Context: an optimization exercise on an open-source flow, tuned for small area, a short achievable clock period and few clock cycles per item. The choices shown serve that exercise and are no tape-out recipe.
Only simulation tests tie the RTL to the original design; equivalence was not proved.

==> 04-03: inputs <==
## opx_xalu
module opx_xalu (
    input  wire        clk,
    input  wire        rst,
    input  wire        in_valid,
    output wire        in_ready,
    input  wire [4:0]  in_op,
    input  wire [3:0]  in_fn,
    input  wire [31:0] in_a,
    input  wire [31:0] in_b,
    input  wire        in_c,
    output reg         out_valid,
    output reg  [63:0] out_res,
    output reg  [5:0]  out_fset,
    output reg  [5:0]  out_fmask,
    output reg         out_illegal
);
    localparam [5:0] F_Z = 6'h01, F_N = 6'h02, F_C = 6'h04, F_V = 6'h08,
                     F_S = 6'h10, F_DZ = 6'h20;
    localparam [5:0] F_ZN = F_Z | F_N, F_ZNCV = F_Z | F_N | F_C | F_V;
    localparam [4:0] OP_ADD = 5'h00, OP_ADDC = 5'h01, OP_SUB = 5'h02, OP_SUBC = 5'h03,
                     OP_ADDS = 5'h04, OP_SUBS = 5'h05, OP_AND = 5'h06, OP_OR = 5'h07,
                     OP_XOR = 5'h08, OP_ANDN = 5'h09, OP_SHL = 5'h0A, OP_SHR = 5'h0B,
                     OP_SAR = 5'h0C, OP_MIN = 5'h0D, OP_MAX = 5'h0E, OP_MINU = 5'h0F,
                     OP_MAXU = 5'h10, OP_MUL = 5'h11, OP_MULH = 5'h12, OP_MULQ = 5'h13,
                     OP_MULW = 5'h14, OP_DIV = 5'h15, OP_DIVS = 5'h16, OP_DIVU = 5'h17,
                     OP_REM = 5'h18, OP_REMU = 5'h19, OP_UNARY = 5'h1A, OP_CMP = 5'h1B,
                     OP_ADDI = 5'h1C, OP_LOGI = 5'h1D, OP_SHIFTI = 5'h1E, OP_CMPI = 5'h1F;
    localparam [31:0] IMAX = 32'h7FFF_FFFF, IMIN = 32'h8000_0000;
    reg        nrdy;        
    wire       rdy = !nrdy;
    reg        v1;
    reg [4:0]  op1;
    reg [3:0]  fn1;
    reg [31:0] a1;
    reg [31:0] b1;          
    reg        c1;
    reg        lng1;        
    reg        swp1;        
    reg        st;          
    reg [5:0]  cnt;         
    reg        dz1, ovf1, qneg1, rneg1;
    reg        v2;
    reg [4:0]  op2;
  ...
==> flow/config.mk <==
export PLATFORM = sky130hd
export DESIGN_NAME = opx_xalu
export DESIGN_NICKNAME = opx_xalu
export VERILOG_FILES = /design/flow/design.v
export SDC_FILE = /design/flow/constraint.sdc
export NUM_CORES = 4
export LEC_CHECK = 0
export ABC_AREA = 1
export CAP_MARGIN = 40
export CORE_MARGIN = 2
export CORE_UTILIZATION = 50
export PLACE_DENSITY = 0.65
export SLEW_MARGIN = 40
==> flow/constraint.sdc <==
create_clock -name core_clock -period 27.0 [get_ports {clk}]
set_input_delay 5.4000 -clock core_clock [delete_from_list [all_inputs] [get_ports {clk}]]
set_output_delay 5.4000 -clock core_clock [all_outputs]
set_load 0.01 [all_outputs]
standard.sh (not shown) runs the stock make flow with config.mk's settings and CLKGATE_MAP_FILE= SYNTH_SCRIPT=/design/flow/synth_recipe.tcl, a recipe that flattens the netlist after the stock synthesis.
==> flow/flow/run.sh <==
#!/bin/bash
set -o pipefail
bash standard.sh SETUP_SLACK_MARGIN=20.5 "BUFFER_PORTS_ARGS=-buffer_cell sky130_fd_sc_hd__buf_4" finish > flow_make.log 2>&1
==> inputs of 12-22, as changes to 04-03 <==
--- a/flow/design.v
+++ b/flow/design.v
@@ -21,27 +21,27 @@
                      OP_ADDS = 5'h04, OP_SUBS = 5'h05, OP_AND = 5'h06, OP_OR = 5'h07,
                      OP_XOR = 5'h08, OP_ANDN = 5'h09, OP_SHL = 5'h0A, OP_SHR = 5'h0B,
                      OP_SAR = 5'h0C, OP_MIN = 5'h0D, OP_MAX = 5'h0E, OP_MINU = 5'h0F,
                      OP_MAXU = 5'h10, OP_MUL = 5'h11, OP_MULH = 5'h12, OP_MULQ = 5'h13,
                      OP_MULW = 5'h14, OP_DIV = 5'h15, OP_DIVS = 5'h16, OP_DIVU = 5'h17,
                      OP_REM = 5'h18, OP_REMU = 5'h19, OP_UNARY = 5'h1A, OP_CMP = 5'h1B,
                      OP_ADDI = 5'h1C, OP_LOGI = 5'h1D, OP_SHIFTI = 5'h1E, OP_CMPI = 5'h1F;
     localparam [31:0] IMAX = 32'h7FFF_FFFF, IMIN = 32'h8000_0000;
-    reg        nrdy;        
-    wire       rdy = !nrdy;
+    reg        rdy;         
     reg        v1;
     reg [4:0]  op1;
     reg [3:0]  fn1;
     reg [31:0] a1;
     reg [31:0] b1;          
     reg        c1;
     reg        lng1;        
     reg        swp1;        
     reg        st;          
+    reg        al;          
     reg [5:0]  cnt;         
     reg        dz1, ovf1, qneg1, rneg1;
     reg        v2;
     reg [4:0]  op2;
     reg [3:0]  fn2;
     reg [31:0] t2;          
     reg        c2;          
     reg        o2;          
@@ -206,26 +206,25 @@
     endfunction
     function [31:0] rev32(input [31:0] x);
         integer i;
         begin
             for (i = 0; i < 32; i = i + 1) rev32[i] = x[31 - i];
         end
     endfunction
     wire [31:0] nb   = (sgn_div & b1[31]) ? (32'd0 - b1) : b1;
-    wire        sa   = sgn_div & a1[31];
-    wire [5:0]  za   = clz32(a1 ^ {32{sa}});
+    wire [5:0]  za   = clz32(a1);
     wire [5:0]  zu   = clz32(a1);                     
-    wire [5:0]  zb   = clz32(nb);
-    wire [6:0]  sdif = {1'b0, zb} - {1'b0, za} + {6'd0, sa};
+    wire [5:0]  zb   = clz32(b1);
+    wire [6:0]  sdif = {1'b0, zb} - {1'b0, za};
     wire        dzs  = (b1 == 32'd0);
-    wire        dskip = dzs | sdif[6];         
+    wire        dskip = dz1 | sdif[6];         
     wire [4:0]  dsh  = sdif[4:0];
-    wire [31:0] sh_in  = div_setup ? rev32(nb) : (k[K_TSHL] ? rev32(a1) : a1);
-    wire [4:0]  sh_amt = div_setup ? dsh : b1[4:0];
+    wire [31:0] sh_in  = al ? rev32(b1) : (k[K_TSHL] ? rev32(a1) : a1);
+    wire [4:0]  sh_amt = al ? dsh : b1[4:0];
     wire        sh_fill = k[K_SAR] & a1[31];
     wire signed [32:0] sh_x = {sh_fill, sh_in};
     wire [32:0] sh_o   = sh_x >>> sh_amt;
     wire        sh_big = |b1[31:5];
     wire [31:0] sh_r   = sh_big ? {32{sh_fill}} : sh_o[31:0];
     wire [31:0] sh_l   = sh_big ? 32'd0 : rev32(sh_o[31:0]);
     wire [31:0] sh_ld  = rev32(sh_o[31:0]);
     wire [31:0] mx = swp1 ? b1 : a1;
@@ -286,72 +285,78 @@
                      ({32{k[K_TSX16]}} & {{16{a1[15]}}, a1[15:0]}) |
                      ({32{k[K_TSX24]}} & {{8{a1[23]}}, a1[23:0]}) |
                      ({32{k[K_TRND]}}  & {sum[31:8], 8'h00});
     reg rdy_n;
     always @* begin
         if (rdy)
             rdy_n = !(in_valid & in_multi);
         else if (is_div)
-            rdy_n = (!st) ? (dskip | (dsh <= 5'd1)) : (cnt <= 6'd4);
+            rdy_n = (!st) ? 1'b0 : (al ? (dskip | (dsh <= 5'd1)) : (cnt <= 6'd4));
         else
             rdy_n = 1'b1;              
     end
-    reg rdy_o;              
-    assign in_ready = rdy_o;
+    reg nrdy_o;             
+    assign in_ready = !nrdy_o;
     always @(posedge clk) begin
         if (rst) begin
-            nrdy      <= 1'b0;
-            rdy_o     <= 1'b1;
+            rdy       <= 1'b1;
+            nrdy_o    <= 1'b0;
             v1        <= 1'b0;
             st        <= 1'b0;
+            al        <= 1'b0;
             v2        <= 1'b0;
             out_valid <= 1'b0;
         end else begin
             out_valid <= v2;
             v2 <= v1 & rdy;
-            nrdy <= !rdy_n;
-            rdy_o <= rdy_n;
+            rdy <= rdy_n;
+            nrdy_o <= !rdy_n;
             if (rdy) begin
                 v1  <= in_valid;
                 st  <= 1'b0;
+                al  <= 1'b0;
             end else begin
                 st  <= 1'b1;
+                al  <= is_div & !st;
             end
         end
     end
     always @(posedge clk) begin
         if (rdy) begin
             op1  <= in_op;
             fn1  <= in_fn;
             a1   <= in_a;
             b1   <= in_b;
             c1   <= in_c;
             lng1 <= !in_fa & !in_fb;
             k    <= kd;
             swp1 <= in_fa & !in_fb;
         end else if (is_div) begin
             if (!st) begin
-                b1    <= dzs ? 32'd0 : (dskip ? 32'hFFFF_FFFF : sh_ld);
-                cnt   <= dskip ? 6'd1 : ({1'b0, dsh} + 6'd1);
+                a1    <= sum[31:0];                   
+                b1    <= nb;                          
                 dz1   <= dzs;
                 ovf1  <= (a1 == IMIN) & (b1 == 32'hFFFF_FFFF);
                 qneg1 <= sgn_div & (a1[31] ^ b1[31]);
                 rneg1 <= sgn_div & a1[31];
+            end else if (al) begin
+                b1  <= dz1 ? 32'd0 : (dskip ? 32'hFFFF_FFFF : sh_ld);
+                cnt <= dskip ? 6'd1 : ({1'b0, dsh} + 6'd1);
             end else begin
                 b1  <= {2'b00, b1[31:2]};
                 cnt <= cnt - 6'd2;
             end
         end
     end
     always @(posedge clk) begin
         op2 <= op1;
         fn2 <= fn1;
-        if (div_setup) begin
-            t2 <= sum[31:0];                   
+        if (al) begin
+            t2 <= a1;                          
             m2 <= 48'd0;
             mc2 <= cs5[95:48];
         end else if (is_div) begin
             t2 <= dv_rn;
             m2 <= {16'd0, dv_qn};
             mc2 <= cs5[95:48];
         end else begin
             t2 <= t1;
==> reports/metrics.cfg <==
[run_status]
status=finished clean

[route]
num_vias=57632

[timing]
tightest_slew_ps=981

[place]
dp_hpwl_um=197000

[finish]
drive_above_1_share=0.0947
design.seq.count=335
layout.clock_buffers=54

-- figures above: 12-22

==> reports/metrics.cfg <==
[run_status]
status=finished clean

[timing]
period_share=0.243
tightest_slew_ps=932

[finish]
drive_above_1_share=0.107
design.seq.count=334
layout.clock_buffers=53

[place]
dp_hpwl_um=188000

[route]
num_vias=56402

[worst_setup_path]
crit_required_ps=21600

-- figures above: 04-03

Testbench counts of 04-03, summed over its fixed seeds: cycles 17,662, ops 16,000.
Testbench counts of 12-22, summed over its fixed seeds: cycles 17,971, ops 16,000.

## port drivers added, routing unchanged
The results above use ideal ports. As a check the final layouts listed here were re-extracted and re-timed, cells and wires unchanged. Step 1: set_driving_cell puts a clkbuf_16 on clk and a buf_2 on each other input, an assumption about the parent block. Step 2 moves the port delays by t, midway between the first and last clock arrival at a register: inputs arrive t later, outputs are due t later. That takes back most of the time a late clock gives input paths. Slacks: ideal / step 1 / step 2; pairs: ideal / step 1.
| run | t (ns) | setup WS [ns] | worst slew at a driven data input, ns | cell pins on the clock port's net |
|---|---|---|---|---|
| 04-03 | 0.742 | 20.430 / 20.344 / 19.853 | 0.09 | 1 |
| 12-22 | 0.740 | 20.425 / 20.342 / 19.844 | 0.11 | 1 |
After both steps setup and hold are still met in every run listed. The setup slack of 12-22, which loses most, moves by -0.083 ns with the drivers and by -0.581 ns with both steps.
